What follows belongs to an exercise in optimizing a design on an open flow for small area, a short achievable clock period and few clock cycles per item; a production flow would make more cautious choices.
In this exercise RTL edits were held to simulation tests only and were not proved equivalent to the original.

--- flow/run.sh ---
#!/bin/bash
# synth_recipe.tcl (not shown) runs the flow's synth.tcl, then flattens the netlist and writes it again
# the make line also repeats each setting of config.mk as NAME=value (left out here)
make -C /OpenROAD-flow-scripts/flow DESIGN_CONFIG=/design/flow/config.mk WORK_HOME=/design/flow/orfs CLKGATE_MAP_FILE= SYNTH_SCRIPT=/design/flow/synth_recipe.tcl finish
--- flow/design.v ---
module comp_merge (
    input  wire         clk,
    input  wire         rst,            
    input  wire [23:0]  cfg_order,      
    input  wire [3:0]   cfg_spr_pos,    
    input  wire [63:0]  cfg_alpha,      
    input  wire [35:0]  cfg_bg,         
    input  wire         in_valid,
    output wire         in_ready,
    input  wire [8:0]   in_vis,         
    input  wire [17:0]  in_prio,        
    input  wire [71:0]  in_alpha,       
    input  wire [323:0] in_col,         
    output reg          out_valid,
    output reg  [35:0]  out_col
);
    reg [3:0] pos [0:8];
    integer n, k;
    always @(*) begin
        for (n = 0; n < 8; n = n + 1) begin
            pos[n] = 4'd0;
            for (k = 0; k < 8; k = k + 1)
                if (cfg_order[3*k +: 3] == n[2:0])
                    pos[n] = (k < cfg_spr_pos) ? k[3:0] : k[3:0] + 4'd1;
        end
        pos[8] = cfg_spr_pos;
    end
    reg         busy;
    reg  [8:0]  pend;                   
    reg  [1:0]  prio_q  [0:8];
    reg  [7:0]  alpha_q [0:8];
    reg  [35:0] col_q   [0:8];
    reg  [11:0] dst_r, dst_g, dst_b;
    assign in_ready = ~busy;
    reg  [5:0] key     [0:8];
    reg  [3:0] sel;
    reg  [5:0] best;
    integer i;
    always @(*) begin
        for (i = 0; i < 9; i = i + 1)
            key[i] = {prio_q[i], pos[i]};
        sel  = 4'd0;
        best = 6'h3f;
        for (i = 0; i < 9; i = i + 1)
            if (pend[i] && key[i] <= best) begin
                sel  = i[3:0];
                best = key[i];
            end
    end
    wire [7:0]  p_alpha = alpha_q[sel];
    wire [35:0] p_col   = col_q[sel];
    wire [7:0]  plane_a = (sel == 4'd8) ? 8'd255 : cfg_alpha[8*sel[2:0] +: 8];
    wire [15:0] a_prod = p_alpha * plane_a;
    wire [16:0] a_num  = {a_prod, 1'b0} + 17'd255;
    wire [16:0] a_quo  = a_num / 17'd510;
    wire [7:0]  a      = a_quo[7:0];
    wire [7:0]  na     = 8'd255 - a;
    wire [19:0] mix_r = a * p_col[11:0]  + na * dst_r + 20'd127;
    wire [19:0] mix_g = a * p_col[23:12] + na * dst_g + 20'd127;
    wire [19:0] mix_b = a * p_col[35:24] + na * dst_b + 20'd127;
    wire [19:0] quo_r = mix_r / 20'd255;
    wire [19:0] quo_g = mix_g / 20'd255;
    wire [19:0] quo_b = mix_b / 20'd255;
    wire [11:0] new_r = quo_r[11:0];
    wire [11:0] new_g = quo_g[11:0];
    wire [11:0] new_b = quo_b[11:0];
    integer j;
    always @(posedge clk) begin
        if (rst) begin
            busy      <= 1'b0;
            pend      <= 9'd0;
            out_valid <= 1'b0;
        end else begin
            out_valid <= 1'b0;
            if (!busy) begin
                if (in_valid) begin
                    busy  <= 1'b1;
                    pend  <= in_vis;
                    dst_r <= cfg_bg[11:0];
                    dst_g <= cfg_bg[23:12];
                    dst_b <= cfg_bg[35:24];
                    for (j = 0; j < 9; j = j + 1) begin
                        prio_q[j]  <= in_prio[2*j +: 2];
                        alpha_q[j] <= in_alpha[8*j +: 8];
                        col_q[j]   <= in_col[36*j +: 36];
                    end
                end
            end else if (pend == 9'd0) begin
                busy      <= 1'b0;
                out_valid <= 1'b1;
                out_col   <= {dst_b, dst_g, dst_r};
            end else begin
                pend[sel] <= 1'b0;
                dst_r     <= new_r;
                dst_g     <= new_g;
                dst_b     <= new_b;
            end
        end
    end
endmodule
--- flow/constraint.sdc ---
create_clock -name core_clock -period 50.0 [get_ports {clk}]
set_input_delay 10.0000 -clock core_clock [delete_from_list [all_inputs] [get_ports {clk}]]
set_output_delay 10.0000 -clock core_clock [all_outputs]
set_load 0.01 [all_outputs]
--- flow/config.mk ---
export PLATFORM = sky130hd
export DESIGN_NAME = comp_merge
export DESIGN_NICKNAME = comp_merge
export VERILOG_FILES = /design/flow/design.v
export SDC_FILE = /design/flow/constraint.sdc
export NUM_CORES = 4
export LEC_CHECK = 0
export CAP_MARGIN = 20
export CORE_MARGIN = 2
export CORE_UTILIZATION = 40
export SLEW_MARGIN = 20
==> results.txt <==
==> cell families (layout without fill, tap and decap cells) <==
family | Yosys count | in the layout | share of synthesized area
xor+xnor | 174 | 174 | 0.02789
buf+inv | 953 | 2556 | 0.06608
flops | 497 | 497 | 0.2698
fa+ha+maj | 799 | 799 | 0.2521
mux | 88 | 88 | 0.01711
compound gates | 1326 | 1327 | 0.1739
other cells | 0 | 15 | 0
simple gates | 2160 | 2161 | 0.1932
==> how the worst min path moves through the flow <==
stage / from / end / slack [ns] / depth (start not counted)
final: pend[3] / pend[3] / 0.61 / 2
after global routing: pend[4] / pend[4] / 0.64 / 2
after CTS: pend[3] / pend[3] / 0.59 / 2
after detailed placement: pend[3] / pend[3] / 0.58 / 2
after global placement: pend[1] / pend[1] / 0.56 / 2
after floorplan: dst_g[4] / out_col[16] / 0.42 / 0
==> per-layer routing <==
layer  part of all wire  up-vias
met5             0.0011        -
met4              0.031       36
met3              0.076      323
met2               0.47     1855
met1               0.42    26080
li1                   -    24400
==> worst min-delay path, stage by stage (launching register included) <==
cell     delay [ns]
dfxtp_1        0.38
o21ai_0        0.11
a21oi_1        0.07
==> cells in the final DEF, fill, tap and decap left out, drive strengths merged, types with 24 or more instances in the layout <==
master	n
nor3	132
nor2	502
a21o	60
nand2	690
clkbuf	69
xor2	50
nand2b	102
xnor2	124
mux2	24
fa	513
o21a	44
o31ai	29
and2	180
or3	37
o211ai	52
and3	55
nand3	111
and4	47
a221oi	56
or2	57
buf	1126
nand4	58
clkdlybuf4s50	589
a31oi	80
nor2b	39
a222oi	44
a21oi	283
a211oi	67
o21ai	211
nor4	45
ha	283
edfxtp	486
mux2i	64
inv	741
==> final cells by class <==
class	count	area, sq um	share of cell area
Antenna cell	15	37.54	0.0004994
Clock buffer	67	1485	0.01976
Clock inverter	36	397.9	0.005294
Inverter	734	2755	0.03666
Multi-Input combinational cell	4549	38880	0.5174
Sequential cell	497	14820	0.1972
Tap cell	1781	2228	0.02965
Timing Repair Buffer	1719	14550	0.1936
==> flip-flops by register name, summed over array words and instances (netlist names), 9 cells and up <==
register and cells:
dst_r 12, col_q 324, alpha_q 72, prio_q 18
dst_b 12, out_col 36, pend 9, dst_g 12
==> what timing repair did <==
action	CTS	global route
resized for setup	13	457
buffers inserted	0	67
pin swaps	1	128
gates cloned	0	5
setup endpoints to repair	6	15
==> stage by stage <==
stage	instance area, sq um	hold slack (ns)	util
global route	75150	0.6354	0.5533
finish	75160	0.6056	0.5534
detailed placement	70460	0.5796	0.5188
global placement	70450	0.5608	0.5188
CTS	72390	0.5872	0.5330
floorplan	55060	0.4244	-
==> results.toml <==
[worst_setup_path]
cp_num_cells = 188
crit_top_cell = "buf_4"
r2r_setup_slack_ns = 11.53
cp-start-kind = "primary input"
critical_path_class = "primary input to register"
cp.required_ns = 50.49
worstSetupEndpoint = "dst_r[0]"
r2r_start = "pend[0]"
worst_r2r_path_depth = 179
critPathBufInv = 33
critPathArrivalTime_ns = 49.14
startpoint = "cfg_spr_pos[2]"
worst_path_largest_cell_delay_ns = 0.60
rr_endpoint = "dst_r[0]"
critPathSlowestCell = "or4b_4"
cp-end-kind = "register"
crit_family = "compound AO/OA/AOI/OAI gates"
crit_fanout = 14

[hold_path]
hold_class = "register to register"

[grt]
grt_use_total = 0.2952
grt_pass1_wl_mm = 318.8
grt.met3_usage = 0.05787
antenna_found_initial = 35
grt_max_degree = 178
use_met2 = 0.4853
busiest_layer = "met2"
use_met1 = 0.3937
gr-total-overflow = 0
grt_pass1_vias = 52890

[logic_synthesis]
ys_seq_area_frac = 0.2698
avgSynthCellArea_sq_um = 9.157
synth_cells = 5997
synth_cell_types = 126
synth_most_common_cell = "inv_1"
yosys.area.top_type = "edfxtp_1"
synth-seq-cells = 497
yosysTopAreaCellShare = 0.2658
syn-cell-area_sq_mm = 0.05491
ys_top_cells_by_count = "inv_1, nand2_1, fa_1"
synth_nets = 7347
synth_edf_count = 486
async_reset_ff_frac = 0
synth_warnings = 6
synth_flop_cell = "edfxtp_1"
synth_area_leaders = "edfxtp_1, fa_1, ha_1"

[floorplanning]
start_util = 0.4043
die_w_um = 374.5
core_sq_mm = 0.1358
die_area_sq_mm = 0.1403
die-height_um = 374.5
rows = 135
io_pins = 592

[clock_tree]
clk_latency_ns = 0.70
htreeDepth = 2
cts_sinks = 497
cts_hold_buf = 0
cts_inserted_buffers = 58
root_buffer = "clkbuf_16"
clk_pin_slew_ns = 0.07
clockBufferDepth = 3
cts_tree = "built"

[placed_design]
place_inst = 9208
port_buffers = 591
place.gp.congestion = 0.9509
hpwl_mm = 172.7
dp_worst_setup_slack_ns = -0.8078

[timing]
max_slew_margin = 0.2739
tightest_slew_ns = 1.089
period_share = 0.9730
finalSetupViolCount = 0
hold_viol = 0
slew_violations = 0
tns_ns = 0
grt_setup_unrepaired = "yes"
finalCriticalPeriod_ns = 48.65
max_clock_freq_mhz = 20.56
skew_ns = 0.05285
setup_slack_ns = 1.352

[routing]
drt-wirelength-per-cell_um = 22.69
ant_nets = 0
first_pass_iters = 9
vias_per_cell = 5.607
drt_wl_total_mm = 213.2
dr_total_vias = 52700
drt_iter0_drc = 4427
drc = 0

[cells_and_area]
fin_cells = 9398
layout-drive-gt1-share = 0.2299
fill_cells = 12400
area_growth_pct = 36.87
nNetsFinal = 8909

[outcome]
status = "timing/DRC/antenna clean"

[job]
max-cap-violations = 0
Testbench counts, summed over its fixed seeds: cycles 149,749, pixels 20,480.

[re-timing with driven ports]
The results above use ideal ports. As a check the final layout listed here was re-extracted and re-timed, cells and wires unchanged.
Step 1 assumes that a clkbuf_16 drives the clock port and a buf_2 every other input.
Step 2 also shifts input and output timing later by t, the mid clock arrival at the registers, as if the neighbouring blocks saw the same clock.
Three values: no drivers, after step 1, after step 2; two values: the first two.
t, ns: 0.756
setup WS [ns]: 1.352 / 1.364 / 0.609
worst setup path at the end: input to register
After both steps setup and hold are still met in this run. The setup slack of this run moves by +0.012 ns with the drivers and by -0.743 ns with both steps.
